Background: an optimization exercise with open tools, aiming at small area. Do not read the settings as production practice. RTL that was checked went through simulation tests only; none was proved equivalent to the original. Function not checked in runs 2 to 4: the RTL went through the layout flow alone. Power and IR drop assume default switching activity.

## flow/flow/run.sh

```bash
#!/bin/bash
# Layout flow: the standard ORFS layout (standard.sh's make targets and
# settings), with two changes that only affect cell area:
#  1. synthesis maps the logic with an area-oriented ABC script
#     (flow/abc_area.script) instead of ORFS's delay-oriented one; everything
#     else in synthesis (front end, flop mapping, flattening, renaming) is
#     ORFS's and the standard flow's synthesis unchanged, so the registers keep the
#     standard synthesis's names and cell types;
#  2. the port buffers that placement inserts on every input and output are
#     sky130_fd_sc_hd__buf_1 instead of the resizer's default pick;
#  3. clock tree synthesis builds the tree from sky130_fd_sc_hd__clkbuf_8
#     and adds no dummy loads.
# Each tool's output goes to a log file of its own in this folder.
set -euo pipefail
W=$(pwd)
ABC_SCRIPT=${ABC_SCRIPT_FILE:-$W/flow/abc_area.script}
PORT_BUF=${PORT_BUF_CELL:-sky130_fd_sc_hd__buf_1}

# ORFS's synth.tcl with only the ABC script replaced
sed "s#^source \$::env(SCRIPTS_DIR)/synth_preamble.tcl\$#source \$::env(SCRIPTS_DIR)/synth_preamble.tcl\nset abc_args [lreplace \$abc_args 1 1 $ABC_SCRIPT]#" \
    "$FLOW_HOME/scripts/synth.tcl" > "$W/synth_area_core.tcl"
grep -q "lreplace" "$W/synth_area_core.tcl"
# The standard flow's synthesis wrapper, sourcing the copy above
sed "s#\$::env(SCRIPTS_DIR)/synth.tcl#$W/synth_area_core.tcl#" synth_recipe.tcl > "$W/synth_area.tcl"
grep -q "synth_area_core" "$W/synth_area.tcl"
# The standard flow's config plus the port buffer choice
cp config.mk "$W/config_area.mk"
echo "export BUFFER_PORTS_ARGS = -buffer_cell $PORT_BUF" >> "$W/config_area.mk"
echo "export CTS_ARGS = -sink_clustering_enable -repair_clock_nets -buf_list ${CTS_BUF:-sky130_fd_sc_hd__clkbuf_8} -dont_use_dummy_load" >> "$W/config_area.mk"
# standard.sh with that synthesis script and config
sed -e "s#SYNTH_SCRIPT=[^ ]*#SYNTH_SCRIPT=$W/synth_area.tcl#" \
    -e "s#DESIGN_CONFIG=[^ ]*#DESIGN_CONFIG=$W/config_area.mk#" standard.sh > "$W/standard_area.sh"
grep -q "config_area.mk" "$W/standard_area.sh"

bash "$W/standard_area.sh" synth > "$W/synth.log" 2>&1
bash "$W/standard_area.sh" > "$W/layout.log" 2>&1
test -f out/final.def
```

## flow/flow/abc_area.script

```
strash
&get -n
&fraig -x
&put
scorr
dc2
dretime
strash
&get -n
&dch -f
&nf
&put
topo
stime -c
upsize -c
dnsize -c
```

## flow/standard.sh

```bash
#!/bin/bash
# synth_recipe.tcl (not shown) runs the flow's synth.tcl, then flattens the netlist and writes it again
# the make line also repeats each setting of config.mk as NAME=value (left out here)
make -C /OpenROAD-flow-scripts/flow DESIGN_CONFIG=/design/flow/config.mk WORK_HOME=/design/flow/orfs CLKGATE_MAP_FILE= SYNTH_SCRIPT=/design/flow/synth_recipe.tcl "${@:-finish}"
```

## flow/config.mk

```make
export PLATFORM = sky130hd
export DESIGN_NAME = ce_alu
export DESIGN_NICKNAME = ce_alu
export VERILOG_FILES = /design/flow/design.v
export SDC_FILE = /design/flow/constraint.sdc
export NUM_CORES = 4
export LEC_CHECK = 0
export CAP_MARGIN = 5
export CORE_MARGIN = 2
export CORE_UTILIZATION = 35
export GPL_TIMING_DRIVEN = 0
export SLEW_MARGIN = 5
```

## flow/constraint.sdc

```tcl
create_clock -name core_clock -period 10.0 [get_ports {clk}]
set_input_delay 2.0000 -clock core_clock [delete_from_list [all_inputs] [get_ports {clk}]]
set_output_delay 2.0000 -clock core_clock [all_outputs]
set_load 0.01 [all_outputs]
```

## flow/design.v

```verilog
module ce_alu (
    input  wire        clk,
    input  wire        rst,         
    input  wire        in_valid,
    output wire        in_ready,
    input  wire [7:0]  op,
    input  wire [1:0]  sz,          
    input  wire [31:0] a,           
    input  wire [31:0] b,           
    input  wire [31:0] c,           
    input  wire [4:0]  flags_in,    
    output reg         out_valid,
    output wire [31:0] result,
    output reg  [4:0]  flags_out,
    output reg         wr_d,
    output reg  [1:0]  exc          
);
    localparam FC = 0, FV = 1, FZ = 2, FN = 3, FT = 4;
    localparam [4:0] S_IDLE  = 5'd0,  S_ARITH = 5'd1,  
                     S_LOOP  = 5'd3,  S_SHIFT = 5'd4,  S_ROTB  = 5'd5,
                     S_FFSC  = 5'd7,  S_BSW   = 5'd8,
                     S_CRC   = 5'd9,  S_MULT  = 5'd10, S_CORR1 = 5'd11,
                     S_CORR2 = 5'd12, S_DIVZ  = 5'd13, S_DSTEP = 5'd14,
                     S_DCORR = 5'd15, S_FLAGS = 5'd16, S_WLDR = 5'd17,
                     S_WLDN  = 5'd18, S_RDQ   = 5'd19,
                     S_LDB   = 5'd2,  S_SUB   = 5'd6,  S_NEG   = 5'd20;
    reg [4:0]  state;
    reg [31:0] R;           
    reg [31:0] W;           
    reg [4:0]  cnt;
    reg        seen;        
    assign result = R;
    wire s8  = (sz == 2'd0);
    wire s16 = (sz == 2'd1);
    wire s32 = sz[1];
    wire l1  = sz[1] | sz[0];              
    wire l2  = sz[1];                      
    wire [4:0] modmask = {sz[1], sz[1] | sz[0], 3'b111};
    wire [3:0] lo = op[3:0];
    wire g1 = (op[7:4] == 4'h1);
    wire g2 = (op[7:4] == 4'h2);
    wire g3 = (op[7:4] == 4'h3);
    wire is_add   = g1 & (lo == 4'h0 || lo == 4'h1);
    wire is_addc  = g1 & (lo == 4'h1);
    wire is_subc  = g1 & (lo == 4'h3);
    wire is_sub   = g1 & (lo == 4'h2 || lo == 4'h3 || lo == 4'hC);
    wire is_cmp   = g1 & (lo == 4'hC);
    wire is_neg   = g1 & (lo == 4'hB);
    wire is_mul   = g1 & (lo == 4'h4);
    wire is_mulh  = g1 & (lo == 4'h5 || lo == 4'h6);
    wire is_mulhs = g1 & (lo == 4'h6);
    wire is_div   = g1 & (lo >= 4'h7 && lo <= 4'hA);
    wire div_quo  = g1 & (lo == 4'h7 || lo == 4'h8);
    wire div_sgn  = g1 & (lo == 4'h8 || lo == 4'hA);
    wire is_divs  = g1 & (lo == 4'h8);
    wire is_logic = g2 & (lo <= 4'h3);
    wire is_not   = g2 & (lo == 4'h4);
    wire is_tst   = g2 & (lo == 4'h5);
    wire is_shl   = g2 & (lo == 4'h6);
    wire is_sar   = g2 & (lo == 4'h8);
    wire is_rol   = g2 & (lo == 4'h9);
    wire is_ror   = g2 & (lo == 4'hA);
    wire is_shift = g2 & (lo >= 4'h6 && lo <= 4'hA);
    wire sh_left  = is_shl | is_rol;
    wire is_btst  = g3 & (lo == 4'h0);
    wire is_bsf   = g3 & (lo >= 4'h1 && lo <= 4'h3);
    wire is_ffs   = g3 & (lo == 4'h5);
    wire is_bsw   = g3 & (lo == 4'h6);
    wire is_crc   = g3 & (lo == 4'h7 || lo == 4'h8);
    wire is_crcc  = g3 & (lo == 4'h7);
    wire legal = ~(sz == 2'd3) &
                 ((g1 & (lo <= 4'hC)) | (g2 & (lo <= 4'hA)) |
                  (g3 & (lo <= 4'h3 || (lo >= 4'h5 && lo <= 4'h8))));
    function automatic msb_at(input [31:0] x, input [1:0] s);
        msb_at = s[1] ? x[31] : s[0] ? x[15] : x[7];
    endfunction
    wire a_neg = msb_at(a, sz);
    wire b_neg = msb_at(b, sz);
    wire neg_q = div_sgn & (a_neg ^ b_neg);
    wire neg_r = div_sgn & a_neg;
    wire neg_loop = div_quo ? neg_q : neg_r;
    wire [4:0] kk    = (is_bsf ? a[4:0] : b[4:0]) &
                       ((is_rol | is_ror | is_btst | is_bsf) ? modmask : 5'h1F);
    wire       eqk   = (cnt == kk);
    wire       lastn = (cnt == modmask);
    wire       lt_n  = s32 | (s16 & ~cnt[4]) | (s8 & ~cnt[4] & ~cnt[3]);
    wire       zR    = (R == 32'd0);
    wire       nR    = msb_at(R, sz);
    wire       r_top = msb_at(R, sz);
    wire       w_top = msb_at(W, sz);
    reg  [1:0] xhi, xlo;         
    reg        d;
    reg        ysa, ysb, ysc;    
    reg        yinv, ycin, yfv, ynomask;
    reg  [1:0] rsel;             
    reg        rins_en, rins;    
    reg        top_en, top_v;    
    reg        crc_en;
    reg        wq;               
    wire [31:0] Rsh = {R[30:0], d};
    wire [31:0] X;
    assign X[31:16] = (xhi == 2'd1) ? R[31:16] : (xhi == 2'd2) ? Rsh[31:16] : 16'd0;
    assign X[15:0]  = (xlo == 2'd1) ? R[15:0]  : (xlo == 2'd2) ? Rsh[15:0]  : 16'd0;
    wire        la1 = l1 | ynomask, la2 = l2 | ynomask;
    wire [31:0] lsa = {{16{ysa & la2}}, {8{ysa & la1}}, {8{ysa}}};
    wire [31:0] lsb = {{16{ysb & la2}}, {8{ysb & la1}}, {8{ysb}}};
    wire [31:0] lsc = {{16{ysc & la2}}, {8{ysc & la1}}, {8{ysc}}};
    wire        crc_fb = R[0] ^ W[31];
    wire [31:0] poly   = is_crcc ? 32'h82F6_3B78 : 32'hEDB8_8320;
    wire [31:0] pterm  = {poly[30:0], 1'b0} & {32{crc_en & crc_fb}};
    wire [31:0] ysrc  = (lsa & a) | (lsb & b) | (lsc & c) | pterm;
    wire [31:0] Yr    = ysrc ^ {32{yinv}};
    wire [31:0] Y     = {Yr[31:17], la2 ? Yr[16] : yfv, Yr[15:9], la1 ? Yr[8] : yfv, Yr[7:0]};
    reg  [32:0] sum;
    reg  [31:0] pg_p, pg_g, pp, gg;
    integer bi, bj;
    always @* begin
        pg_p = X ^ Y;
        pg_g = X & Y & {32{~crc_en}};
        pp = pg_p;
        gg = pg_g;
        gg[0] = gg[0] | (pp[0] & ycin);
        for (bi = 1; bi <= 5; bi = bi + 1)
            for (bj = (1 << bi) - 1; bj < 32; bj = bj + (1 << bi)) begin
                gg[bj] = gg[bj] | (pp[bj] & gg[bj - (1 << (bi - 1))]);
                pp[bj] = pp[bj] & pp[bj - (1 << (bi - 1))];
            end
        for (bi = 5; bi > 0; bi = bi - 1)
            for (bj = (1 << bi) + (1 << (bi - 1)) - 1; bj < 32; bj = bj + (1 << bi)) begin
                gg[bj] = gg[bj] | (pp[bj] & gg[bj - (1 << (bi - 1))]);
                pp[bj] = pp[bj] & pp[bj - (1 << (bi - 1))];
            end
        sum[0] = pg_p[0] ^ ycin;
        for (bi = 1; bi < 32; bi = bi + 1)
            sum[bi] = pg_p[bi] ^ gg[bi - 1];
        sum[32] = gg[31];
    end
    wire        c32 = sum[32];
    wire [32:0] S   = {c32 ^ yinv, sum[31:0]};
    reg  [31:0] Bv;
    always @* begin
        Bv = S[32:1];
        if (rins_en) begin
            if (s8)  Bv[7]  = rins;
            if (s16) Bv[15] = rins;
            if (s32) Bv[31] = rins;
        end
        if (top_en) Bv[31] = top_v;
    end
    wire dv_sub  = ~seen;
    wire bneg_s  = div_sgn & b_neg;
    wire rs_new  = s8 ? S[8] : s16 ? S[16] : (R[31] ^ dv_sub ^ c32);
    reg [4:0] nstate;
    reg       cnt_clr;
    reg [4:0] F_n;
    reg       last;              
    reg       exc_set1;
    reg       seen_n;
    wire lg_r = R[0], lg_w = W[31];
    reg  loop_f;
    always @* begin
        if (is_logic) begin
            case (lo[1:0])
                2'd0: loop_f = lg_r & lg_w;
                2'd1: loop_f = lg_r | lg_w;
                2'd2: loop_f = lg_r ^ lg_w;
                default: loop_f = lg_r & ~lg_w;
            endcase
        end else begin
            loop_f = (lg_r ^ is_not ^ (neg_loop & seen)) & lt_n;
        end
    end
    wire bmod = (lo[1:0] == 2'd1) ? 1'b1 : (lo[1:0] == 2'd2) ? 1'b0 :
                (lo[1:0] == 2'd3) ? ~R[0] : R[0];
    wire x_s = msb_at(X, sz);
    wire y_s = msb_at(Y, sz);
    wire r_s = msb_at(S[31:0], sz);
    wire c_n = s8 ? S[8] : s16 ? S[16] : S[32];
    wire v_n = ~(x_s ^ y_s) & (x_s ^ r_s);
    wire zn_upd = (exc == 2'd0) & ~(is_btst | is_bsf | is_ffs | is_crc);
    always @* begin
        nstate  = state;
        cnt_clr = 1'b0;
        F_n     = flags_out;
        last    = 1'b0;
        exc_set1 = 1'b0;
        seen_n  = seen;
        xhi = 2'd1; xlo = 2'd1; d = 1'b0;
        ysa = 1'b0; ysb = 1'b0; ysc = 1'b0;
        yinv = 1'b0; ycin = 1'b0; yfv = 1'b0; ynomask = 1'b0;
        rsel = 2'd1;
        rins_en = 1'b0; rins = 1'b0; top_en = 1'b0; top_v = 1'b0; crc_en = 1'b0;
        wq = R[0];
        case (state)
            S_IDLE: begin
                cnt_clr = 1'b1;
                seen_n  = 1'b0;
                F_n     = flags_in;
                if (legal & (is_add | is_sub | is_neg | is_mul | is_mulh | is_logic |
                    is_not | is_tst | is_shift)) begin
                    F_n[FC] = 1'b0;
                    F_n[FV] = 1'b0;
                end
                xhi = 2'd0; xlo = 2'd0; ysa = 1'b1;
                if (!legal | is_tst)
                    nstate = S_FLAGS;
                else if (is_add | is_sub | is_neg)
                    nstate = is_add ? S_ARITH : is_sub ? S_SUB : S_NEG;
                else if (is_not)
                    nstate = S_LOOP;     
                else if (is_shift | is_btst)
                    nstate = is_shift ? S_SHIFT : S_ROTB;
                else if (is_ffs)
                    nstate = S_WLDR;
                else if (is_bsw)
                    nstate = s8 ? S_FLAGS : S_BSW;
                else
                    nstate = S_LDB;      
            end
            S_LDB: begin
                xhi = 2'd0; xlo = 2'd0;
                ysb = ~is_bsf; ysc = is_bsf;
                cnt_clr = 1'b1;
                nstate = is_bsf ? S_ROTB : (is_logic | is_crc | is_mulh) ? S_WLDR :
                         is_mul ? S_WLDN : S_DIVZ;
            end
            S_ARITH, S_SUB, S_NEG: begin
                if (state == S_NEG) begin
                    xhi = 2'd0; xlo = 2'd0; ysa = 1'b1;
                end else begin
                    ysb = 1'b1;
                end
                yinv = (state != S_ARITH); yfv = yinv;
                ycin = (state == S_NEG) ? 1'b1 :
                       (state == S_SUB) ? ~(op[0] & flags_in[FC]) :
                                          (op[0] & flags_in[FC]);
                F_n[FC] = c_n;
                F_n[FV] = v_n;
                cnt_clr = 1'b1;
                nstate = S_LOOP;           
            end
            S_WLDR: begin
                wq = R[0];
                if (cnt == 5'd31) begin
                    cnt_clr = 1'b1;
                    if (is_mulh) begin
                        rsel = 2'd0; nstate = S_MULT;
                    end else if (is_ffs) begin
                        rsel = 2'd0; nstate = S_FFSC;
                    end else begin
                        xhi = 2'd0; xlo = 2'd0;
                        ysa = 1'b1; ynomask = is_crc;
                        nstate = is_crc ? S_CRC : S_LOOP;
                    end
                end else begin
                    rsel = 2'd2;
                end
            end
            S_WLDN: begin
                wq = R[31];
                xhi = 2'd2; xlo = 2'd2; d = R[31];
                if (cnt == 5'd31) begin
                    cnt_clr = 1'b1;
                    rsel = 2'd0; seen_n = 1'b0;
                    nstate = is_mul ? S_MULT : S_DSTEP;
                end
            end
            S_LOOP: begin
                rsel = 2'd2; top_en = 1'b1; top_v = loop_f;
                seen_n = seen | lg_r;
                if (cnt == 5'd31) nstate = S_FLAGS;
            end
            S_CRC: begin
                rsel = 2'd2; crc_en = 1'b1; top_en = 1'b1; top_v = crc_fb;
                ynomask = 1'b1;
                if (lastn) nstate = S_FLAGS;
            end
            S_SHIFT: begin
                if (eqk) begin
                    cnt_clr = 1'b1;
                    nstate = S_LOOP;       
                end else if (sh_left) begin
                    xhi = 2'd2; xlo = 2'd2; d = is_rol & r_top;
                    F_n[FC] = r_top;
                end else begin
                    rsel = 2'd2; rins_en = 1'b1;
                    rins = is_sar ? r_top : is_ror ? R[0] : 1'b0;
                    F_n[FC] = R[0];
                end
            end
            S_ROTB: begin
                rsel = 2'd2; rins_en = 1'b1;
                rins = eqk ? bmod : R[0];
                if (eqk) F_n[FT] = R[0];
                if (lastn) nstate = S_FLAGS;
            end
            S_FFSC: begin
                F_n[FZ] = (R[5:0] == {s32, s16, s8, 3'b000});
                if (W[31] | F_n[FZ])
                    nstate = S_FLAGS;
                else
                    ycin = 1'b1;
            end
            S_BSW: begin
                if (s32 && cnt >= 5'd8 && cnt < 5'd24) begin
                    xhi = 2'd2; xlo = 2'd2; d = R[31];
                end else begin
                    xhi = 2'd1; xlo = 2'd2; d = R[15];
                end
                if ((s16 && cnt == 5'd7) || cnt == 5'd31) nstate = S_FLAGS;
            end
            S_MULT: begin
                if (is_mul) begin
                    xhi = 2'd2; xlo = 2'd2; d = 1'b0;
                    ysa = w_top;
                end else begin
                    ysa = W[31]; rsel = 2'd2;
                end
                if (lastn) begin
                    cnt_clr = 1'b1;
                    nstate = is_mulhs ? S_CORR1 : is_mul ? S_LOOP : S_FLAGS;
                end
            end
            S_CORR1: begin
                ysb = a_neg; yinv = 1'b1; ycin = 1'b1; yfv = 1'b1;
                nstate = S_CORR2;
            end
            S_CORR2: begin
                ysa = b_neg; yinv = 1'b1; ycin = 1'b1; yfv = 1'b1;
                cnt_clr = 1'b1;
                nstate = S_LOOP;
            end
            S_DIVZ: begin
                if (zR) begin
                    exc_set1 = 1'b1;
                    nstate = S_FLAGS;
                end else begin
                    xhi = 2'd0; xlo = 2'd0;
                    ysa = 1'b1; yinv = div_sgn & a_neg; ycin = div_sgn & a_neg;
                    cnt_clr = 1'b1;
                    nstate = S_WLDN;
                end
            end
            S_DSTEP: begin
                xhi = 2'd2; xlo = 2'd2; d = w_top;
                ysb = 1'b1; yinv = dv_sub ^ bneg_s; ycin = dv_sub ^ bneg_s;
                yfv = dv_sub;
                seen_n = rs_new;
                wq = ~rs_new;
                if (lastn) begin
                    cnt_clr = 1'b1;
                    nstate = div_quo ? S_RDQ : S_DCORR;
                end
            end
            S_DCORR: begin
                ysb = seen; yinv = seen & bneg_s; ycin = seen & bneg_s; yfv = 1'b0;
                F_n[FC] = 1'b0;
                F_n[FV] = 1'b0;
                cnt_clr = 1'b1;
                seen_n = 1'b0;
                nstate = S_LOOP;
            end
            S_RDQ: begin
                xhi = 2'd2; xlo = 2'd2; d = w_top;
                if (cnt == 5'd0) begin
                    F_n[FC] = 1'b0;
                    F_n[FV] = is_divs & ~neg_q & w_top;
                end
                seen_n = 1'b0;
                if (lastn) begin
                    cnt_clr = 1'b1;
                    nstate = S_LOOP;
                end
            end
            S_FLAGS: begin
                if (zn_upd) begin
                    F_n[FZ] = zR;
                    F_n[FN] = nR;
                end
                last = 1'b1;
            end
            default: nstate = S_IDLE;
        endcase
    end
    assign in_ready = ~in_valid | last;
    wire [31:0] A = S[31:0];
    reg  [31:0] R_n;
    always @* begin
        case (rsel)
            2'd0: R_n = 32'd0;
            2'd1: R_n = A;
            default: R_n = Bv;
        endcase
    end
    always @(posedge clk) begin
        R    <= R_n;
        W    <= {W[30:0], wq};
        seen <= seen_n;
        cnt  <= cnt_clr ? 5'd0 : cnt + 5'd1;
        out_valid <= 1'b0;
        if (rst) begin
            state <= S_IDLE;
        end else if (state == S_IDLE) begin
            if (in_valid) begin
                state     <= nstate;
                flags_out <= F_n;
                exc       <= legal ? 2'd0 : 2'd2;
                wr_d      <= legal & ~(is_cmp | is_tst | is_btst);
            end
        end else if (last) begin
            flags_out <= F_n;
            if (in_valid) begin
                out_valid <= 1'b1;
                state     <= S_IDLE;
            end
        end else begin
            state     <= nstate;
            flags_out <= F_n;
            if (exc_set1) begin
                exc  <= 2'd1;
                wr_d <= 1'b0;
            end
        end
    end
endmodule
```

==> results of run 1 <==
==> area by class of cell <==
cell class                      count  share of cell area, %
Clock buffer                        9                  1.589
Timing Repair Buffer              156                  7.607
Antenna cell                        1                0.03210
Sequential cell                    84                  22.73
Tap cell                          234                  3.755
Multi-Input combinational cell    715                  62.99
Buffer                              1                0.09629
Inverter                           25                  1.204
==> flip-flops by register name, summed over array words and instances (netlist names) <==
| name | flops |
|---|---|
| exc | 2 |
| flags_out | 5 |
| out_valid | 1 |
| cnt | 5 |
| W | 32 |
| wr_d | 1 |
| seen | 1 |
| R | 32 |
| state | 5 |
==> worst max-delay path, delay by kind of cell <==
kind,cells,cell delay (ps)
AOI/OAI and AO/OA,19,3290
and+or+nand+nor,7,1590
adders and majority gates,4,930
muxes,2,590
buffers and inverters,5,580
xor gates and xnor gates,2,540
==> stage by stage <==
step	hold slack (ps)	utilization, %	TNS [ps]	worst slack, ps	total power [mW]
2_1_floorplan	309.6	-	0	1711	0.7839
3_5_place_dp	312.1	40.54	-627.3	-627.3	0.9462
3_3_place_gp	311.4	40.54	-691.9	-691.9	0.9436
6_report	307.5	41.54	0	566.7	1.145
4_1_cts	310.7	41.23	0	53.66	1.145
5_1_grt	321.1	41.53	0	54.07	1.219
==> routing by layer <==
| metal | wire, um | GRT usage, % | vias up |
|---|---|---|---|
| li1 | - | - | 3541 |
| met1 | 11920 | 35.42 | 3552 |
| met2 | 10970 | 36.26 | 344 |
| met3 | 1979 | 4.728 | 37 |
| met4 | 476 | 6.566 | 0 |
| met5 | 0 | 0 | - |
==> kinds of logic after synthesis <==
group / Yosys count / share of synthesized area, %
compound gates: 268 / 29.19
xor+xnor: 57 / 7.414
fa+ha+maj: 59 / 10.96
buf+inv: 26 / 1.505
flops: 84 / 26.31
mux: 6 / 0.8919
simple gates: 325 / 23.73
==> cells in the mapped netlist, drive strengths merged, types with 4 or more instances <==
library cell / number / area [um2]
edfxtp: 9 / 270.3
nor2: 79 / 296.5
a21oi: 60 / 315.3
a221o: 10 / 100.1
a21o: 11 / 82.58
nor4: 19 / 118.9
nor3b: 4 / 41.29
and3: 5 / 31.28
and2: 7 / 46.30
a222oi: 25 / 250.2
or2: 10 / 65.06
o21ai: 45 / 232.7
nand4: 13 / 81.33
dfxtp: 75 / 1501
a31oi: 9 / 56.30
o22ai: 12 / 75.07
ha: 59 / 738.2
or3: 4 / 25.02
clkinv: 24 / 90.09
xor2: 9 / 78.83
nand3: 42 / 210.2
a211oi: 4 / 35.03
mux2i: 6 / 60.06
nor2b: 13 / 81.33
o211ai: 8 / 80.08
nand2b: 4 / 25.02
a22o: 58 / 508.0
xnor2: 48 / 420.4
nor3: 20 / 110.1
nand2: 93 / 365.3
==> report_power, final <==
part           switching, mW  leakage [nW]  internal (mW)
clock                  0.116        0.0647         0.0806
combinational          0.245          2.37          0.185
sequential            0.0858         0.713          0.433
==> final timing paths <==
kind                             from           end  slack [ps]  depth (start not counted)
worst max register to register  R[21]  flags_out[1]        1530                         35
worst max-delay path            op[1]  flags_out[1]         570                         39
worst min-delay path            W[30]         W[31]         310                          0
worst min register to register  W[30]         W[31]         310                          0
==> repair_timing <==
| item | CTS | global route |
|---|---|---|
| buffers inserted | 0 | 1 |
| pin swaps | 0 | 1 |
| resized for setup | 2 | 9 |
| setup endpoints to repair | 1 | 1 |
==> summary.txt, run 1 <==
- Measured against its own limit, the worst slew margin works out to 15.53%.
- The first global-routing pass estimated 38060 um of wire.
- The number of nets in the synthesized netlist is 998.
- The floorplan step defined a die boundary enclosing 20360 um2.
- In this run the power density over the cells is 146.9 nW/um2.
- The delay of the slowest cell on the worst path is 360 ps.
- Synthesis produced 825 cells.
- The first TritonRoute pass finished after 7 iterations.
- The number of distinct library cell variants in the gate-level netlist after synthesis is 68.
- Dividing the detail-routed wire length by the instance count gives 20.69 um.
- The clock passes through at most 2 buffers.
- The floorplan die width is 142.7 um.
- The cell area after synthesis is 6734 um2.
- Once layout is complete, the cells apart from fillers number 1225.
- The number of placed instances, taps included, is 1214.
- Summed over all cells, the static leakage comes to 3.150 nW.
- The worst-path cell with the longest stage delay is xor2_1.
- After filler insertion, the fill cell instance count of the layout stands at 2000.
- The count of nets left with antenna violations once routing finished came out at 0.
- In the layout the commonest cells are buf_1, nand2_1, nor2_1.
- The height of the die is 142.7 um.
- The number of global-route vias before repair was 6583.
- The final count of pins violating max slew is 0.
- For this run, design rule violations remaining after detail routing come to 0.
- The synthesis-to-layout area growth is 15.77%.
- The maximum level of the CTS H-tree is 3.
- Setup repair after global routing left no endpoint under its margin.
- For this configuration, the core starts out at a cell density of 35.88%.
- The timing-limited maximum frequency is 0.1060 GHz.
- At the pin with the least slew margin, the transition time is 1264 ps.
- The tree is rooted in a clkbuf_8.
- The maximum fanout along the worst path is 15.
- The number of antenna violations at the first check in global routing was 0.
- After synthesis, the mean cell area works out to 8.162 um2.
- Summing all flip-flop and latch instances after layout gives 1772 um2.
- Global routing used 24.25% of the available tracks.
- The ratio of routed vias to standard cells is 6.101.
- The insertion delay to the later sink of the worst-skew pair is 390 ps.
- After clock tree synthesis, the clock-pin slew on the worst setup and hold paths is 80 ps.
- For this run, the number of Yosys warnings is 1.
- Across all layers, the routed design uses 7474 vias.
- Max-cap violations in this run came to 0.
- Buffers inserted to repair hold after CTS numbered 0.
- The first-iteration detailed-routing DRC count is 802.
- Across the VDD grid, the largest voltage drop is 0.08969 mV.
- Leaving out fill and tap cells, the most frequent cell in the layout is buf_1.
- The global placement routability congestion is 0.9688.
- In this run the count of I/O pins placed on the die edge is 156.
- The CTS buffer count is 9.
- The arrival time reported for the critical path endpoint is 9520 ps.
- The layout net count is 1165.
- The worst setup path is launched from an input pin.
- The number of enable flip-flop cells after synthesis is 9.
- TritonCTS built the clock tree.
- The final setup violation count is 0.
- The number of buffers inserted by port buffering is 155.
- The fraction of synthesis flops using an asynchronous set or reset pin is 0%.
- The most used flip-flop cell after synthesis is dfxtp_1.
- The final design instance area without fill is 7796 um2.
- In the final layout, the multi-input gates occupy 4911 um2.
- Synthesis inferred 84 register bits.
- Entering global routing, the biggest net connects 31 pins.
- The placed wire-length estimate is 19640 um.
- At the worst endpoint, the required time is 10090 ps.
- The final-report hold violation count is 0.
- For the final database, setup skew stands at 33.27 ps.
- The overall overflow remaining after global route is 0.
- The post-layout minimum cycle time is 9433 ps.
- The type of the setup path with the least slack is input pin to register.
- The floorplan has 50 rows.
- The ratio of cells with drive above 1 in the final layout is 3.939%.
- STA classifies the critical path endpoint as a register.
- The worst hold path belongs to the class register to register.
- The total wire length after detailed routing is 25350 um.
- The CTS sink count is 84.
- The post-route clock period utilization is 94.33%.
- The placed instances occupy a cell area of 7609 um2.
- The fraction of the yosys area taken by sequential cells is 26.31%.
- The total area inside the core boundary comes to 18770 um2.
- The flow ran to the end and the layout has no timing, DRC or antenna violations.
==> inputs of run 2 (changes only) <==
--- a/flow/design.v
+++ b/flow/design.v
@@ -174,7 +174,7 @@
                 (lo[1:0] == 2'd3) ? ~R[0] : R[0];
-    wire x_s = msb_at(X, sz);
-    wire y_s = msb_at(Y, sz);
-    wire r_s = msb_at(S[31:0], sz);
-    wire c_n = s8 ? S[8] : s16 ? S[16] : S[32];
-    wire v_n = ~(x_s ^ y_s) & (x_s ^ r_s);
+    wire ab_x   = a_neg ^ b_neg;
+    wire c_add  = (a_neg & b_neg) | (ab_x & ~nR);
+    wire c_sub  = (~a_neg & b_neg) | (~ab_x & nR);
+    wire v_add  = ~ab_x & (a_neg ^ nR);
+    wire v_sub  = ab_x & (a_neg ^ nR);
     wire zn_upd = (exc == 2'd0) & ~(is_btst | is_bsf | is_ffs | is_crc);
@@ -236,4 +236,2 @@
                                           (op[0] & flags_in[FC]);
-                F_n[FC] = c_n;
-                F_n[FV] = v_n;
                 cnt_clr = 1'b1;
@@ -375,2 +373,9 @@
             S_FLAGS: begin
+                if (legal & is_add) begin
+                    F_n[FC] = c_add; F_n[FV] = v_add;
+                end else if (legal & is_sub) begin
+                    F_n[FC] = c_sub; F_n[FV] = v_sub;
+                end else if (legal & is_neg) begin
+                    F_n[FC] = ~zR;   F_n[FV] = a_neg & nR;
+                end
                 if (zn_upd) begin
==> run 2 against run 1 <==
Effect of this change:
- still clean on timing, DRC and antenna
- core utilization up 0.33 points
- clock skew is 3.0 ps lower
- sequential share of layout area down 0.33 points
- count of clock-buffer cells in the layout stayed put
- cell area up 1.5%
- cell count rose by 3.8%
- total power is 1.5% higher
- maximum frequency is 0.11% lower
- global-route usage increased by 1.4 points
- first-iteration DRC count shrank 21%
- combinational power is 0.9% higher
- critical path depth decreased by 4
- critical path type unchanged
- critical endpoint is now R[31]
==> summary.txt, run 2 <==
- The flow ran to the end and the layout has no timing, DRC or antenna violations.
- The required time at the endpoint of the critical path is 10270 ps.
- The first-pass GRT wire length is 40120 um.
- Once detailed placement completed, the half-perimeter wirelength came to 20250 um.
- The clock network is responsible for 17.8% of the overall power.
- Compared with the post-synthesis result, the final layout area differs by 16.55%.
- Between clock sinks in the finished design, the worst skew comes to 30.24 ps.
- The number of top-level pins is 156.
- For this design the total switching power over the nets is 458.8 uW.
- The register bit count reported by yosys is 84.
- After detailed routing, the number of remaining DRC violations is 0.
- The worst setup path is launched from an input pin.
- The placement-stage worst setup slack is -347.8 ps.
- TritonCTS built the clock tree.
- Ranked by total cell area, the synthesized netlist is headed by dfxtp_1, ha_1, a22o_1.
- The detailed-routing iteration count for the pre-antenna-repair pass is 8.
- Global routing consumed, over all layers together, 25.61% of the routing resources.
- The clock reaches the later pin of the worst-skew pair after 400 ps.
- The arrival time reported for the critical path endpoint is 9710 ps.
- The floorplan step set the die height to 143.3 um.
- Measured against its own limit, the worst slew margin works out to 16.56%.
- Buffers placed on the I/O ports in this run total 155.
- The ratio of routed vias to standard cells is 5.954.
- Counting every sink on the clock net gives 84.
- In this run, flip-flops and latches consume 44.9% of the power.
- After the last flow step, the layout net total stands at 1189.
- In this run the biggest area consumer among cell types represents 22.12% of the synthesized area.
- Cell internal power was estimated by the tool at 703.2 uW.
- The slew at the pin closest to its max-slew limit is 1252 ps.
- The count of warnings emitted by yosys is 1.
- The overall die area is 20520 um2.
- The number of global-route vias before repair is 7230.
- The number of distinct library cell variants in the gate-level netlist after synthesis is 68.
- In this run the remaining antenna-violating nets after routing total 0.
- The number of nets in the synthesized netlist is 1016.
- The setup slack of the worst register-to-register path is 2430 ps.
- In this run, the number of DRC markers left after iteration 0 of detailed routing was 630.
- The per-instance average area after synthesis is 8.081 um2.
- The final-report hold violation count is 0.
- Adding up every negative setup slack in the final design gives 0 ps.
- The number of antenna violations at the first check in global routing was 0.
- The most used flip-flop cell after synthesis is dfxtp_1.
- The pin count of the biggest net entering global routing is 31.
- Of the available clock period, the critical path in the final layout requires 94.44%.
- The clock root buffer is clkbuf_8.
- Counting I/O delays and the setup requirement, the final critical path takes 9444 ps.
- The post-route netlist has 4.253% of its cells at a drive strength greater than 1.
- Setup repair after global routing left no endpoint under its margin.
- The worst-path cell with the longest stage delay is a222oi_1.
- The floorplan die width is 143.3 um.
- Summed over all cells, the static leakage comes to 3.274 nW.
- The wire length per cell is 20.56 um.
- The final count of pins violating max slew is 0.
- Across the run, the number of max-cap violations was 0.
- The initial utilization of the core area, before any placement, comes to 35.93%.
- The routed design has 26140 um of wire.
- The timing-limited maximum frequency is 0.1059 GHz.
- The overall overflow remaining after global route is 0.
- The biggest area contributor in the post-synthesis netlist is dfxtp_1.
- The power share of the combinational group is 37.4%.
- The H-tree generated during clock tree synthesis spans 3 levels.
- The antenna diode count is 0.
- The final setup violation count is 0.
- Net switching is 39.48% of the power.
- In the synthesized netlist, the number of instances is 840.
- For this run, the slowest stage of the critical path takes 980 ps.
- For this run, the register share of the synthesized area comes to 26.10%.
- Hold repair after CTS inserted 0 buffers.
- Leaving out fill and tap cells, the most frequent cells in the layout are buf_1, nand2_1, dfxtp_1, nor2_1, a21oi_1.
- In this run the deepest clock path goes through 2 buffers.
- In the synthesized netlist, the cells that appear most often are nand2_1, dfxtp_1, nor2_1.
- The library cell used most frequently in the layout, excluding fill and tap cells, is buf_1.
- The region available for standard cell placement spans 18890 um2.
- The number of enable flip-flop cells after synthesis is 9.
- Along the worst path, the maximum fanout reaches 20.
- The cell area after synthesis is 6788 um2.
- The minimum setup slack in the final design is 556.1 ps.
- The floorplan row count is 50.
- STA classifies the critical path endpoint as a register.
- The largest registers in the layout are R: 32 flops, W: 32 flops.
- The most common cell in the synthesized netlist is nand2_1.
- At the end of routability-driven placement, the weighted congestion stood at 1.000.
- Across the VDD grid, the largest voltage drop is 0.05930 mV.
- The class of the tightest hold or removal check is register to register.
- The fraction of synthesis flops using an asynchronous set or reset pin is 0%.
- Power spread over the standard cell area amounts to 146.9 nW/um2.
- The CTS buffer count is 9.
- The cell with the most instances on the worst path is ha_1.
- The clock slew at the register clock pins of the worst setup and hold paths is 100 ps.
- The type of the setup path with the least slack is input pin to register.
- The total number of vias is 7568.
## run 2: changes by cell type in the layout (fill, tap and decap cells not counted), sizes merged, moves of 7 or more
cell   previous run  this run
nand3            42        34
o21ai            45        36
and3              5        12
nand2            93       115
a21oi            60        68
buf             155       163
nor4             19        12
a221o            10         3
## run 2: critical path: cells and delay by family
kind / cells / cell delay, ps
AO/OA/AOI/OAI: 22 / 4290
XOR/XNOR: 1 / 150
adder cells (fa/ha/maj): 4 / 890
AND/OR/NAND/NOR: 5 / 1270
buffers and inverters: 3 / 1100
## run 2: worst paths after layout
path / start / to / depth (start not counted)
max: sz[1] / R[31] / 35
min: W[5] / W[6] / 0
max reg2reg: R[21] / R[31] / 32
min reg2reg: W[5] / W[6] / 0
## run 2: logic make-up after synthesis
kind of cell / synth area share, %
fa+ha+maj: 11.43
flops: 26.10
xor+xnor: 7.613
simple gates: 23.23
compound gates: 28.94
buf+inv: 1.659
mux: 1.032
## run 2: area by class of cell
class	instances	area, um2
Timing Repair Buffer	162	653.1
Sequential cell	84	1772
Fill cell	2082	10980
Inverter	28	105.1
Multi-Input combinational cell	727	4925
Buffer	1	7.507
Clock buffer	9	123.9
Tap cell	260	325.3
## run 2: layer usage
| layer | GRT usage [%] | part of all wire, % | wire [um] |
|---|---|---|---|
| met1 | 33.63 | 43 | 11290 |
| met2 | 41.07 | 46 | 11910 |
| met3 | 5.902 | 8.7 | 2261 |
| met4 | 9.288 | 2.6 | 667 |
| met5 | 0 | 0 | 0 |
## run 2: power by group through the flow
stage / registers (mW) / logic (mW) / clock network, mW
floorplan: 0.520 / 0.269 / 0
global placement: 0.528 / 0.424 / 0
detailed placement: 0.529 / 0.426 / 0
CTS: 0.521 / 0.430 / 0.210
global route: 0.533 / 0.481 / 0.220
finish: 0.522 / 0.434 / 0.206
## run 2: timing repair
action / 4_1_cts / 5_1_grt
setup buffers: 0 / 3
endpoints found under the setup margin: 0 / 14
gates resized for setup: 0 / 2
## run 2: stage by stage
step           utilization (%)  hold slack, ps  instance area [um2]  std cells  total power, mW
3_5_place_dp             41.01           313.2                 7749       1259           0.9550
2_1_floorplan                -           309.6                 6788        840           0.7881
3_3_place_gp             40.73           310.1                 7695       1255           0.9519
6_report                 41.87           314.1                 7911       1271            1.162
5_1_grt                  41.87           312.8                 7911       1271            1.234
4_1_cts                  41.67           310.3                 7873       1268            1.161
==> inputs of run 3 (changes only) <==
--- a/flow/design.v
+++ b/flow/design.v
@@ -18,10 +18,12 @@
     localparam FC = 0, FV = 1, FZ = 2, FN = 3, FT = 4;
-    localparam [4:0] S_IDLE  = 5'd0,  S_ARITH = 5'd1,  
+    localparam [4:0] S_IDLE  = 5'd0,  S_ADD   = 5'd1,  S_LDB   = 5'd2,
                      S_LOOP  = 5'd3,  S_SHIFT = 5'd4,  S_ROTB  = 5'd5,
-                     S_FFSC  = 5'd7,  S_BSW   = 5'd8,
-                     S_CRC   = 5'd9,  S_MULT  = 5'd10, S_CORR1 = 5'd11,
+                     S_FFSZ  = 5'd6,  S_FFSC  = 5'd7,  S_BSW   = 5'd8,
+                     S_CRC   = 5'd9,  S_MULL  = 5'd10, S_CORR1 = 5'd11,
                      S_CORR2 = 5'd12, S_DIVZ  = 5'd13, S_DSTEP = 5'd14,
-                     S_DCORR = 5'd15, S_FLAGS = 5'd16, S_WLDR = 5'd17,
-                     S_WLDN  = 5'd18, S_RDQ   = 5'd19,
-                     S_LDB   = 5'd2,  S_SUB   = 5'd6,  S_NEG   = 5'd20;
+                     S_DCORR = 5'd15, S_FLAGS = 5'd16, S_WLDRL = 5'd17,
+                     S_WLDN  = 5'd18, S_RDQ   = 5'd19, S_ARITH2 = 5'd20,
+                     S_SUB   = 5'd21, S_NEG   = 5'd22, S_MULH  = 5'd23,
+                     S_LDC   = 5'd24, S_WLDRC = 5'd25, S_WLDR0 = 5'd26,
+                     S_ADDC  = 5'd27, S_SUBC  = 5'd28;
     reg [4:0]  state;
@@ -174,7 +176,7 @@
                 (lo[1:0] == 2'd3) ? ~R[0] : R[0];
-    wire ab_x   = a_neg ^ b_neg;
-    wire c_add  = (a_neg & b_neg) | (ab_x & ~nR);
-    wire c_sub  = (~a_neg & b_neg) | (~ab_x & nR);
-    wire v_add  = ~ab_x & (a_neg ^ nR);
-    wire v_sub  = ab_x & (a_neg ^ nR);
+    wire x_s = msb_at(X, sz);
+    wire y_s = msb_at(Y, sz);
+    wire r_s = msb_at(S[31:0], sz);
+    wire c_n = s8 ? S[8] : s16 ? S[16] : S[32];
+    wire v_n = ~(x_s ^ y_s) & (x_s ^ r_s);
     wire zn_upd = (exc == 2'd0) & ~(is_btst | is_bsf | is_ffs | is_crc);
@@ -207,5 +209,6 @@
                 else if (is_add | is_sub | is_neg)
-                    nstate = is_add ? S_ARITH : is_sub ? S_SUB : S_NEG;
+                    nstate = is_neg ? S_NEG : is_addc ? S_ADDC : is_add ? S_ADD :
+                             is_subc ? S_SUBC : S_SUB;
                 else if (is_not)
-                    nstate = S_LOOP;     
+                    nstate = S_ARITH2;
                 else if (is_shift | is_btst)
@@ -213,3 +216,3 @@
                 else if (is_ffs)
-                    nstate = S_WLDR;
+                    nstate = S_FFSZ;
                 else if (is_bsw)
@@ -217,12 +220,16 @@
                 else
-                    nstate = S_LDB;      
+                    nstate = is_bsf ? S_LDC : S_LDB;  
             end
             S_LDB: begin
-                xhi = 2'd0; xlo = 2'd0;
-                ysb = ~is_bsf; ysc = is_bsf;
+                xhi = 2'd0; xlo = 2'd0; ysb = 1'b1;
                 cnt_clr = 1'b1;
-                nstate = is_bsf ? S_ROTB : (is_logic | is_crc | is_mulh) ? S_WLDR :
-                         is_mul ? S_WLDN : S_DIVZ;
+                nstate = is_logic ? S_WLDRL : is_crc ? S_WLDRC :
+                         is_mulh ? S_WLDR0 : is_mul ? S_WLDN : S_DIVZ;
             end
-            S_ARITH, S_SUB, S_NEG: begin
+            S_LDC: begin
+                xhi = 2'd0; xlo = 2'd0; ysc = 1'b1;
+                cnt_clr = 1'b1;
+                nstate = S_ROTB;
+            end
+            S_ADD, S_ADDC, S_SUB, S_SUBC, S_NEG: begin
                 if (state == S_NEG) begin
@@ -232,6 +239,9 @@
                 end
-                yinv = (state != S_ARITH); yfv = yinv;
-                ycin = (state == S_NEG) ? 1'b1 :
-                       (state == S_SUB) ? ~(op[0] & flags_in[FC]) :
-                                          (op[0] & flags_in[FC]);
+                yinv = (state == S_SUB) | (state == S_SUBC) | (state == S_NEG);
+                yfv  = yinv;
+                ycin = (state == S_SUB) | (state == S_NEG) |
+                       ((state == S_SUBC) & ~flags_in[FC]) |
+                       ((state == S_ADDC) & flags_in[FC]);
+                F_n[FC] = c_n;
+                F_n[FV] = v_n;
                 cnt_clr = 1'b1;
@@ -239,3 +249,7 @@
             end
-            S_WLDR: begin
+            S_ARITH2: begin
+                cnt_clr = 1'b1;
+                nstate = S_LOOP;
+            end
+            S_WLDRL, S_WLDRC, S_WLDR0: begin
                 wq = R[0];
@@ -243,10 +257,8 @@
                     cnt_clr = 1'b1;
-                    if (is_mulh) begin
-                        rsel = 2'd0; nstate = S_MULT;
-                    end else if (is_ffs) begin
-                        rsel = 2'd0; nstate = S_FFSC;
+                    if (state == S_WLDR0) begin
+                        rsel = 2'd0; nstate = is_ffs ? S_FFSC : S_MULH;
                     end else begin
                         xhi = 2'd0; xlo = 2'd0;
-                        ysa = 1'b1; ynomask = is_crc;
-                        nstate = is_crc ? S_CRC : S_LOOP;
+                        ysa = 1'b1; ynomask = (state == S_WLDRC);
+                        nstate = (state == S_WLDRC) ? S_CRC : S_LOOP;
                     end
@@ -262,3 +274,3 @@
                     rsel = 2'd0; seen_n = 1'b0;
-                    nstate = is_mul ? S_MULT : S_DSTEP;
+                    nstate = is_mul ? S_MULL : S_DSTEP;
                 end
@@ -294,5 +306,9 @@
             end
+            S_FFSZ: begin
+                F_n[FZ] = zR;
+                cnt_clr = 1'b1;
+                nstate = S_WLDR0;
+            end
             S_FFSC: begin
-                F_n[FZ] = (R[5:0] == {s32, s16, s8, 3'b000});
-                if (W[31] | F_n[FZ])
+                if (W[31] | (R[5:0] == {s32, s16, s8, 3'b000}))
                     nstate = S_FLAGS;
@@ -309,12 +325,15 @@
             end
-            S_MULT: begin
-                if (is_mul) begin
-                    xhi = 2'd2; xlo = 2'd2; d = 1'b0;
-                    ysa = w_top;
-                end else begin
-                    ysa = W[31]; rsel = 2'd2;
+            S_MULL: begin
+                xhi = 2'd2; xlo = 2'd2; d = 1'b0;
+                ysa = w_top;
+                if (lastn) begin
+                    cnt_clr = 1'b1;
+                    nstate = S_LOOP;
                 end
+            end
+            S_MULH: begin
+                ysa = W[31]; rsel = 2'd2;
                 if (lastn) begin
                     cnt_clr = 1'b1;
-                    nstate = is_mulhs ? S_CORR1 : is_mul ? S_LOOP : S_FLAGS;
+                    nstate = is_mulhs ? S_CORR1 : S_FLAGS;
                 end
@@ -373,9 +392,2 @@
             S_FLAGS: begin
-                if (legal & is_add) begin
-                    F_n[FC] = c_add; F_n[FV] = v_add;
-                end else if (legal & is_sub) begin
-                    F_n[FC] = c_sub; F_n[FV] = v_sub;
-                end else if (legal & is_neg) begin
-                    F_n[FC] = ~zR;   F_n[FV] = a_neg & nR;
-                end
                 if (zn_upd) begin
--- a/flow/flow/abc_area.script
+++ b/flow/flow/abc_area.script
@@ -8,2 +8,5 @@
 strash
+dch -f
+dc2
+dch -f
 &get -n
==> run 3 against run 2 <==
Effect of this change:
- synthesized cell count up 0.24%
- via count is 1.5% higher
- largest cell class unchanged
- critical path type unchanged
- register-to-register slack worse by 1400 ps
- count of clock-buffer cells in the layout is the same
- sequential share of layout area fell by 0.74 points
- total power increased by 9.5%
- critical path depth increased by 13
- combinational power rose by 17%
- non-clock buffer count up 8
- worst setup slack got worse by 11 ps
- first-iteration DRC count up 40%
- worst hold slack got worse by 19 ps
==> summary.txt, run 3 <==
- TritonCTS built the clock tree.
- Among all stages on the critical path, the largest delay is contributed by nor3_4.
- Counting buffers and inverters, the worst setup path is 48 cells deep.
- For this run, the number of Yosys warnings is 1.
- Measured along the x axis, the die boundary spans 144.7 um.
- The leakage component of the power is 3.235 nW.
- The multi-input gate area in the final layout is 5127 um2.
- The first global-routing pass estimated 38700 um of wire.
- The maximum resistive drop on vdd is 0.1022 mV.
- The internal portion of total power is 763.7 uW.
- After detailed routing, the average wire length per cell comes to 20.55 um.
- The number of instances in the placed design is 1264.
- For this run, the leading register cell type out of synthesis is dfxtp_1.
- The flow ran to the end and the layout has no timing, DRC or antenna violations.
- The final-report hold violation count is 0.
- The net switching component of the power is 508.6 uW.
- The net count of the finished layout is 1197.
- The post-route clock period utilization is 94.55%.
- The worst clock skew is 29.80 ps.
- For this design the ratio of total power to cell area is 155.5 nW/um2.
- Cells with a size suffix above 1 make up 6.751% of the layout.
- The library cell used most frequently in the layout, excluding fill and tap cells, is buf_1.
- Synthesis produced 842 cells.
- The ratio of routed vias to standard cells is 5.968.
- Counting both buffers and inverters, the worst setup path holds a total of 5.
- The number of cells on the worst reg-to-reg path is 42.
- Of the total power, registers draw 44.3%.
- The required time at the endpoint of the critical path is 10090 ps.
- In this run the worst setup path begins at op[1].
- The top cell types in the final layout, fill and taps aside, are buf_1, nand2_1, dfxtp_1.
- Measured along the y axis, the die boundary spans 144.7 um.
- After synthesis, the cell types taking the most area are dfxtp_1, ha_1, a22o_1.
- The type of the setup path with the least slack is input pin to register.
- The total track usage is 24.42%.
- Summed over all layers, the global routing overflow is 0.
- For this run, the slowest stage of the critical path takes 340 ps.
- Across all layers, the routed design uses 7681 vias.
- Along the worst hold path, the cell count comes to 0.
- The clock slew at the register clock pins of the worst setup and hold paths is 100 ps.
- The headroom to the max-slew limit is 10.56%.
- The clock network burns 15.8% of the power.
- TritonCTS created 9 clock buffers.
- In this run switching power makes up 39.98% of total power.
- In the routed design, unresolved DRC markers number 0.
- At the pin with the least slew margin, the transition time is 1337 ps.
- After synthesis, the mean cell area works out to 8.225 um2.
- The area growth from synthesis to layout is 18.12%.
- The antenna diode count is 0.
- The number of distinct library cell variants in the gate-level netlist after synthesis is 67.
- The combined flip-flop and latch cell area is 1772 um2.
- The insertion delay to the later sink of the worst-skew pair is 390 ps.
- The cell area after synthesis is 6925 um2.
- The number of filler instances in the final layout is 2072.
- In this run the tool buffered the top-level ports with 155 buffer cells.
- The arrival time reported for the critical path endpoint is 9550 ps.
- The floorplan row count is 51.
- The timing-limited maximum frequency is 0.1058 GHz.
- After the first detailed-routing iteration, the DRC count stood at 881.
- In this run the deepest clock path goes through 2 buffers.
- The max-cap violation count is 0.
- Setup violations remaining at the end of the flow were counted as 0.
- By count the netlist is led by nand2_1, dfxtp_1, a21oi_1.
- The final count of pins violating max slew was 0.
- The proportion of netlist area held by the largest area contributor is 21.68%.
- The region available for standard cell placement spans 19460 um2.
- Of all cell types, the one taking the most synthesized area is dfxtp_1.
- The kind of cell adding the most delay to the critical path is compound AO/OA/AOI/OAI gates.
- The number of antenna violations at the first check in global routing is 0.
- Cells fill 42.03% of the core in the end.
- In the final layout, the registers with the most flip-flops are R: 32 flops, W: 32 flops.
- Routability-driven placement finished with a final weighted congestion of 1.090.
- The initial utilization of the core area, before any placement, comes to 35.58%.
- The placed wire-length estimate is 20290 um.
- The number of enable flip-flop cells after synthesis is 9.
- The number of hold buffers added after cts is 0.
- The total wire length after detailed routing is 26450 um.
- Leaving out filler cells and counting taps, the final layout contains 1287.
- The post-layout minimum cycle time is 9455 ps.
- The origin of the worst min-delay path is W[18].
- The clock root buffer is clkbuf_8.
- The fraction of synthesis flops using an asynchronous set or reset pin is 0%.
- The startpoint of the most critical register-to-register path is state[4].
- The fraction of the yosys area taken by sequential cells is 25.58%.
- Once detail routing completed, the nets flagged for antenna violations numbered 0.
- The detailed-routing iteration count for the pre-antenna-repair pass is 6.
- The CTS sink count is 84.
- The class of the tightest hold or removal check is register to register.
- The pin count of the biggest net entering global routing is 35.
- In this run, synthesis produced a sequential element count of 84.
- The die covers 20930 um2.
- Of all nets on the critical path, the largest fanout is 8.
- The number of nets in the synthesized netlist is 1015.
- The H-tree was split into 3 levels.
- The type of destination of the critical path is a register.
- The number of top-level pins is 156.
- The most frequent cell after synthesis is nand2_1.
- Of the total power, combinational logic draws 39.9%.
- The kind of start point of the critical path is an input pin.
- The number of global-route vias before repair is 6682.
[run 3: layout make-up]
cell class	count	area share, %
Tap cell	265	4.053
Timing Repair Buffer	170	8.856
Sequential cell	84	21.66
Clock buffer	9	1.514
Inverter	25	1.147
Buffer	1	0.09177
Multi-Input combinational cell	733	62.68
[run 3: stage by stage]
step / total power, mW / hold WS (ps) / worst slack, ps / TNS [ps] / cell area, um2
detailed placement: 1.062 / 312.1 / -1249 / -4320 / 7871
global route: 1.349 / 304.2 / -36.34 / -36.34 / 8180
floorplan: 0.8721 / 309.6 / 1008 / 0 / 6925
finish: 1.272 / 294.9 / 545.2 / 0 / 8180
global placement: 1.058 / 310.7 / -1659 / -9259 / 7839
CTS: 1.265 / 299.3 / 42.99 / 0 / 8054
[run 3: final timing paths]
| kind | endpoint | slack [ps] |
|---|---|---|
| min reg2reg | W[19] | 290 |
| min | W[19] | 290 |
| max | flags_out[1] | 550 |
| max reg2reg | flags_out[1] | 990 |
[run 3: power by group through the flow]
stage	Sequential, mW	Combinational (mW)	Clock, mW
global route	0.577	0.555	0.216
detailed placement	0.570	0.492	0
floorplan	0.557	0.315	0
finish	0.563	0.508	0.201
global placement	0.569	0.489	0
CTS	0.563	0.500	0.203
[run 3: logic make-up after synthesis]
family / share of synthesized area (%)
compound gates: 30.84
xor+xnor: 7.841
simple gates: 22.17
flops: 25.58
buf+inv: 1.463
fa+ha+maj: 10.66
mux: 1.445
[run 3: timing repair]
action	CTS	global route
buffers inserted	3	10
pin swaps	1	7
gates cloned	0	1
resized for setup	8	17
setup endpoints to repair	4	3
[run 3: metal layers]
metal | wire [um] | share of wire, % | GRT usage, %
met1 | 11700 | 44 | 34.66
met5 | 0 | 0 | 0
met2 | 11330 | 43 | 36.02
met3 | 2560 | 9.7 | 6.647
met4 | 859 | 3.2 | 7.358
==> inputs of run 4 (changes only) <==
--- a/flow/design.v
+++ b/flow/design.v
@@ -18,12 +18,10 @@
     localparam FC = 0, FV = 1, FZ = 2, FN = 3, FT = 4;
-    localparam [4:0] S_IDLE  = 5'd0,  S_ADD   = 5'd1,  S_LDB   = 5'd2,
+    localparam [4:0] S_IDLE  = 5'd0,  S_ARITH = 5'd1,  
                      S_LOOP  = 5'd3,  S_SHIFT = 5'd4,  S_ROTB  = 5'd5,
                      S_FFSZ  = 5'd6,  S_FFSC  = 5'd7,  S_BSW   = 5'd8,
-                     S_CRC   = 5'd9,  S_MULL  = 5'd10, S_CORR1 = 5'd11,
+                     S_CRC   = 5'd9,  S_MULT  = 5'd10, S_CORR1 = 5'd11,
                      S_CORR2 = 5'd12, S_DIVZ  = 5'd13, S_DSTEP = 5'd14,
-                     S_DCORR = 5'd15, S_FLAGS = 5'd16, S_WLDRL = 5'd17,
+                     S_DCORR = 5'd15, S_FLAGS = 5'd16, S_WLDR = 5'd17,
                      S_WLDN  = 5'd18, S_RDQ   = 5'd19, S_ARITH2 = 5'd20,
-                     S_SUB   = 5'd21, S_NEG   = 5'd22, S_MULH  = 5'd23,
-                     S_LDC   = 5'd24, S_WLDRC = 5'd25, S_WLDR0 = 5'd26,
-                     S_ADDC  = 5'd27, S_SUBC  = 5'd28;
+                     S_LDB   = 5'd2,  S_MULHF = 5'd21;
     reg [4:0]  state;
@@ -96,5 +94,4 @@
     reg        yinv, ycin, yfv, ynomask;
-    reg  [1:0] rsel;             
     reg        rins_en, rins;    
-    reg        top_en, top_v;    
+    reg        top_v;            
     reg        crc_en;
@@ -103,4 +100,15 @@
     wire [31:0] X;
-    assign X[31:16] = (xhi == 2'd1) ? R[31:16] : (xhi == 2'd2) ? Rsh[31:16] : 16'd0;
-    assign X[15:0]  = (xlo == 2'd1) ? R[15:0]  : (xlo == 2'd2) ? Rsh[15:0]  : 16'd0;
+    reg  [31:0] Rsr;
+    always @* begin
+        Rsr = {top_v, R[31:1]};
+        if (rins_en) begin
+            if (s8)  Rsr[7]  = rins;
+            if (s16) Rsr[15] = rins;
+            if (s32) Rsr[31] = rins;
+        end
+    end
+    assign X[31:16] = (xhi == 2'd1) ? R[31:16] : (xhi == 2'd2) ? Rsh[31:16] :
+                      (xhi == 2'd3) ? Rsr[31:16] : 16'd0;
+    assign X[15:0]  = (xlo == 2'd1) ? R[15:0]  : (xlo == 2'd2) ? Rsh[15:0]  :
+                      (xlo == 2'd3) ? Rsr[15:0] : 16'd0;
     wire        la1 = l1 | ynomask, la2 = l2 | ynomask;
@@ -111,3 +119,3 @@
     wire [31:0] poly   = is_crcc ? 32'h82F6_3B78 : 32'hEDB8_8320;
-    wire [31:0] pterm  = {poly[30:0], 1'b0} & {32{crc_en & crc_fb}};
+    wire [31:0] pterm  = poly & {32{crc_en & crc_fb}};
     wire [31:0] ysrc  = (lsa & a) | (lsb & b) | (lsc & c) | pterm;
@@ -141,12 +149,2 @@
     wire [32:0] S   = {c32 ^ yinv, sum[31:0]};
-    reg  [31:0] Bv;
-    always @* begin
-        Bv = S[32:1];
-        if (rins_en) begin
-            if (s8)  Bv[7]  = rins;
-            if (s16) Bv[15] = rins;
-            if (s32) Bv[31] = rins;
-        end
-        if (top_en) Bv[31] = top_v;
-    end
     wire dv_sub  = ~seen;
@@ -192,4 +190,3 @@
         yinv = 1'b0; ycin = 1'b0; yfv = 1'b0; ynomask = 1'b0;
-        rsel = 2'd1;
-        rins_en = 1'b0; rins = 1'b0; top_en = 1'b0; top_v = 1'b0; crc_en = 1'b0;
+        rins_en = 1'b0; rins = 1'b0; top_v = 1'b0; crc_en = 1'b0;
         wq = R[0];
@@ -209,4 +206,3 @@
                 else if (is_add | is_sub | is_neg)
-                    nstate = is_neg ? S_NEG : is_addc ? S_ADDC : is_add ? S_ADD :
-                             is_subc ? S_SUBC : S_SUB;
+                    nstate = S_ARITH;
                 else if (is_not)
@@ -220,17 +216,13 @@
                 else
-                    nstate = is_bsf ? S_LDC : S_LDB;  
+                    nstate = S_LDB;      
             end
             S_LDB: begin
-                xhi = 2'd0; xlo = 2'd0; ysb = 1'b1;
-                cnt_clr = 1'b1;
-                nstate = is_logic ? S_WLDRL : is_crc ? S_WLDRC :
-                         is_mulh ? S_WLDR0 : is_mul ? S_WLDN : S_DIVZ;
-            end
-            S_LDC: begin
-                xhi = 2'd0; xlo = 2'd0; ysc = 1'b1;
+                xhi = 2'd0; xlo = 2'd0;
+                ysb = ~is_bsf; ysc = is_bsf;
                 cnt_clr = 1'b1;
-                nstate = S_ROTB;
+                nstate = is_bsf ? S_ROTB : (is_logic | is_crc | is_mulh) ? S_WLDR :
+                         is_mul ? S_WLDN : S_DIVZ;
             end
-            S_ADD, S_ADDC, S_SUB, S_SUBC, S_NEG: begin
-                if (state == S_NEG) begin
+            S_ARITH: begin
+                if (is_neg) begin
                     xhi = 2'd0; xlo = 2'd0; ysa = 1'b1;
@@ -239,7 +231,5 @@
                 end
-                yinv = (state == S_SUB) | (state == S_SUBC) | (state == S_NEG);
-                yfv  = yinv;
-                ycin = (state == S_SUB) | (state == S_NEG) |
-                       ((state == S_SUBC) & ~flags_in[FC]) |
-                       ((state == S_ADDC) & flags_in[FC]);
+                yinv = ~is_add; yfv = ~is_add;
+                ycin = is_neg | (is_sub & ~is_subc) | (is_subc & ~flags_in[FC]) |
+                       (is_addc & flags_in[FC]);
                 F_n[FC] = c_n;
@@ -253,3 +243,3 @@
             end
-            S_WLDRL, S_WLDRC, S_WLDR0: begin
+            S_WLDR: begin
                 wq = R[0];
@@ -257,11 +247,13 @@
                     cnt_clr = 1'b1;
-                    if (state == S_WLDR0) begin
-                        rsel = 2'd0; nstate = is_ffs ? S_FFSC : S_MULH;
+                    if (is_mulh) begin
+                        xhi = 2'd0; xlo = 2'd0; seen_n = 1'b0; nstate = S_MULT;
+                    end else if (is_ffs) begin
+                        xhi = 2'd0; xlo = 2'd0; nstate = S_FFSC;
                     end else begin
                         xhi = 2'd0; xlo = 2'd0;
-                        ysa = 1'b1; ynomask = (state == S_WLDRC);
-                        nstate = (state == S_WLDRC) ? S_CRC : S_LOOP;
+                        ysa = 1'b1; ynomask = is_crc;
+                        nstate = is_crc ? S_CRC : S_LOOP;
                     end
                 end else begin
-                    rsel = 2'd2;
+                    xhi = 2'd3; xlo = 2'd3;
                 end
@@ -273,4 +265,4 @@
                     cnt_clr = 1'b1;
-                    rsel = 2'd0; seen_n = 1'b0;
-                    nstate = is_mul ? S_MULL : S_DSTEP;
+                    xhi = 2'd0; xlo = 2'd0; seen_n = 1'b0;
+                    nstate = is_mul ? S_MULT : S_DSTEP;
                 end
@@ -278,3 +270,3 @@
             S_LOOP: begin
-                rsel = 2'd2; top_en = 1'b1; top_v = loop_f;
+                xhi = 2'd3; xlo = 2'd3; top_v = loop_f;
                 seen_n = seen | lg_r;
@@ -283,3 +275,3 @@
             S_CRC: begin
-                rsel = 2'd2; crc_en = 1'b1; top_en = 1'b1; top_v = crc_fb;
+                xhi = 2'd3; xlo = 2'd3; crc_en = 1'b1;
                 ynomask = 1'b1;
@@ -295,3 +287,3 @@
                 end else begin
-                    rsel = 2'd2; rins_en = 1'b1;
+                    xhi = 2'd3; xlo = 2'd3; rins_en = 1'b1;
                     rins = is_sar ? r_top : is_ror ? R[0] : 1'b0;
@@ -301,3 +293,3 @@
             S_ROTB: begin
-                rsel = 2'd2; rins_en = 1'b1;
+                xhi = 2'd3; xlo = 2'd3; rins_en = 1'b1;
                 rins = eqk ? bmod : R[0];
@@ -309,3 +301,3 @@
                 cnt_clr = 1'b1;
-                nstate = S_WLDR0;
+                nstate = S_WLDR;
             end
@@ -325,17 +317,19 @@
             end
-            S_MULL: begin
-                xhi = 2'd2; xlo = 2'd2; d = 1'b0;
-                ysa = w_top;
-                if (lastn) begin
-                    cnt_clr = 1'b1;
-                    nstate = S_LOOP;
+            S_MULT: begin
+                if (is_mul) begin
+                    xhi = 2'd2; xlo = 2'd2; d = 1'b0;
+                    ysa = w_top;
+                end else begin
+                    xhi = 2'd3; xlo = 2'd3; top_v = seen;
+                    ysa = W[31]; seen_n = c32;
                 end
-            end
-            S_MULH: begin
-                ysa = W[31]; rsel = 2'd2;
                 if (lastn) begin
                     cnt_clr = 1'b1;
-                    nstate = is_mulhs ? S_CORR1 : S_FLAGS;
+                    nstate = is_mul ? S_LOOP : S_MULHF;
                 end
             end
+            S_MULHF: begin
+                xhi = 2'd3; xlo = 2'd3; top_v = seen;
+                nstate = is_mulhs ? S_CORR1 : S_FLAGS;
+            end
             S_CORR1: begin
@@ -402,11 +396,3 @@
     assign in_ready = ~in_valid | last;
-    wire [31:0] A = S[31:0];
-    reg  [31:0] R_n;
-    always @* begin
-        case (rsel)
-            2'd0: R_n = 32'd0;
-            2'd1: R_n = A;
-            default: R_n = Bv;
-        endcase
-    end
+    wire [31:0] R_n = S[31:0];
     always @(posedge clk) begin
==> flow/flow/abc_area.script (replaced) <==
strash
&get -n
&fraig -x
&put
scorr
dc2
dretime
strash
&get -n
&dch -f
&nf
&put
topo
stime -c
upsize -c
dnsize -c
==> run 4 against run 3 <==
Effect of this change:
- still clean
- sequential power up 2%
- combinational power down 23%
- global-route usage up 0.23 points
- critical endpoint unchanged
==> summary.txt, run 4 <==
- For this run, the leading register cell type out of synthesis is dfxtp_1.
- 156 I/O pins were placed.
- Sorting the synthesized cells by area gives the leading types as dfxtp_1, ha_1, nand2_1.
- The synthesis-to-layout area growth is 16.13%.
- The fraction of the yosys area taken by sequential cells is 25.83%.
- The number of antenna violations at the first check in global routing was 0.
- The die covers 20730 um2.
- The largest single stage delay on the critical path is 680 ps.
- The pin count of the biggest net entering global routing is 35.
- For this design the static power due to leakage is 3.183 nW.
- The clock tree from TritonCTS is done.
- STA puts the critical path data arrival time at 9440 ps.
- Of the total power, registers draw 49.4%.
- The number of global-route vias before repair is 6697.
- The synthesized design contains 84 register bits.
- The maximum fanout along the worst path is 34.
- After clock tree synthesis, the flow added hold-fix buffers numbering 0.
- After clock tree synthesis, the clock-pin slew on the worst setup and hold paths is 80 ps.
- The final setup violation count is 0.
- The worst clock skew is 10.32 ps.
- Setup repair after global routing left no endpoint under its margin.
- The cell sitting at the root of the clock tree is a clkbuf_8.
- The layout has 2088 filler cells.
- Timing would allow up to 0.1070 GHz.
- The first-pass GRT wire length is 38840 um.
- The floorplan has 51 rows.
- The maximum resistive drop on vdd is 0.09767 mV.
- The count of warnings emitted by yosys is 1.
- The number of cells on the worst reg-to-reg path is 34.
- The headroom to the max-slew limit is 19.78%.
- The first-iteration detailed-routing DRC count is 840.
- The die is 144.0 um wide.
- The most frequent cell after synthesis is nand2_1.
- The number of instances in the synthesized netlist is 881.
- The count of nets left with antenna violations after detail routing is 0.
- After detailed routing, the number of remaining DRC violations is 0.
- The worst hold path belongs to the class register to register.
- Hold is met by 329.7 ps.
- The setup slack of the worst register-to-register path is 1890 ps.
- The core outline area is 19330 um2.
- Cells with a size suffix above 1 make up 3.916% of the layout.
- The run finished with no timing, DRC or antenna violations.
- The total wire length after detailed routing is 25890 um.
- At the pin with the least slew margin, the transition time is 1192 ps.
- Counting the buffers created by CTS gives 9.
- The commonest cells after synthesis are nand2_1, nor2_1, dfxtp_1.
- For this configuration, the core starts out at a cell density of 35.48%.
- The antenna diode count is 0.
- The ratio of routed vias to standard cells is 5.786.
==> run 4: cell types whose count changed in the layout (fill, tap and decap cells not counted), moves of 7 or more <==
| cell | before | now |
|---|---|---|
| a22o_1 | 57 | 0 |
| nand2_1 | 84 | 130 |
| nand3_1 | 23 | 47 |
| a22oi_1 | 0 | 21 |
| a221o_1 | 23 | 6 |
| o21ai_0 | 31 | 44 |
| xnor2_1 | 53 | 40 |
| buf_4 | 14 | 2 |
| nor2_1 | 69 | 81 |
| xor2_1 | 8 | 20 |
| a222oi_1 | 12 | 19 |
| and2_0 | 13 | 6 |
| o21ai_2 | 7 | 0 |
==> run 4: worst max path at each step <==
| stage | to | slack [ps] | start |
|---|---|---|---|
| 2_1_floorplan | flags_out[1] | 1620 | op[1] |
| 3_3_place_gp | flags_out[1] | -410 | op[1] |
| 3_5_place_dp | flags_out[1] | -440 | op[1] |
| 4_1_cts | flags_out[1] | 20 | op[1] |
| 5_1_grt | flags_out[1] | 100 | op[0] |
| 6_report | flags_out[1] | 650 | sz[1] |
==> run 4: per-layer routing <==
metal / vias up / share of wire [%] / global-route usage (%)
met4: 0 / 3.1 / 9.133
met3: 47 / 7.2 / 3.709
met5: - / 0 / 0
li1: 3668 / - / -
met2: 314 / 43 / 36.27
met1: 3562 / 46 / 36.17
==> run 4: cell type report <==
| cell class | instances | area (um2) | area share, % |
|---|---|---|---|
| timing repair buffer | 157 | 601.8 | 7.556 |
| tap | 265 | 331.6 | 4.163 |
| buffer | 1 | 7.507 | 0.09425 |
| sequential | 84 | 1772 | 22.24 |
| inverter | 26 | 97.59 | 1.225 |
| clock buffer | 9 | 123.9 | 1.555 |
| multi-input combinational | 770 | 5031 | 63.16 |
==> run 4: kinds of logic (layout without fill, tap and decap cells) <==
group | after synthesis | after routing | synth area share [%]
AO/OA/AOI/OAI | 253 | 253 | 25.25
multiplexers | 7 | 7 | 1.040
flip-flops | 84 | 84 | 25.83
adder cells (fa/ha/maj) | 59 | 59 | 10.76
buffers and inverters | 27 | 193 | 1.532
AND/OR/NAND/NOR | 391 | 391 | 27.93
XOR/XNOR | 60 | 60 | 7.662
==> run 4: power by group through the flow <==
stage	logic (mW)	clock network, mW	registers [mW]
final	0.393	0.199	0.577
after global routing	0.440	0.217	0.591
after CTS	0.392	0.207	0.575
after detailed placement	0.389	0	0.580
after global placement	0.386	0	0.582
after floorplan	0.234	0	0.558
==> run 4: timing repair <==
item	in CTS	in global routing
buffers inserted	0	1
resized for setup	1	8
endpoints found under the setup margin	1	3
pin swaps	0	1
endpoints found under the hold margin	0	0
==> run 4: worst max-delay path, delay by kind of cell <==
family | cells | cell delay, ps
and+or+nand+nor | 7 | 1610
xor gates and xnor gates | 2 | 360
buffers and inverters | 1 | 660
AOI/OAI and AO/OA | 18 | 3530
adders and majority gates | 5 | 1240
==> run 4: per-stage QoR <==
step / power, mW / setup TNS (ps)
finish: 1.169 / 0
global route: 1.248 / 0
CTS: 1.173 / 0
detailed placement: 0.9690 / -476.0
global placement: 0.9673 / -412.5
floorplan: 0.7928 / 0

Setup slack of run 4, layout unchanged: 0.653 ns with ideal ports, 0.666 ns with driving cells assumed (clock clkbuf_16, inputs buf_2), 0.260 ns with port delays also shifted by the 0.406 ns mid clock arrival.
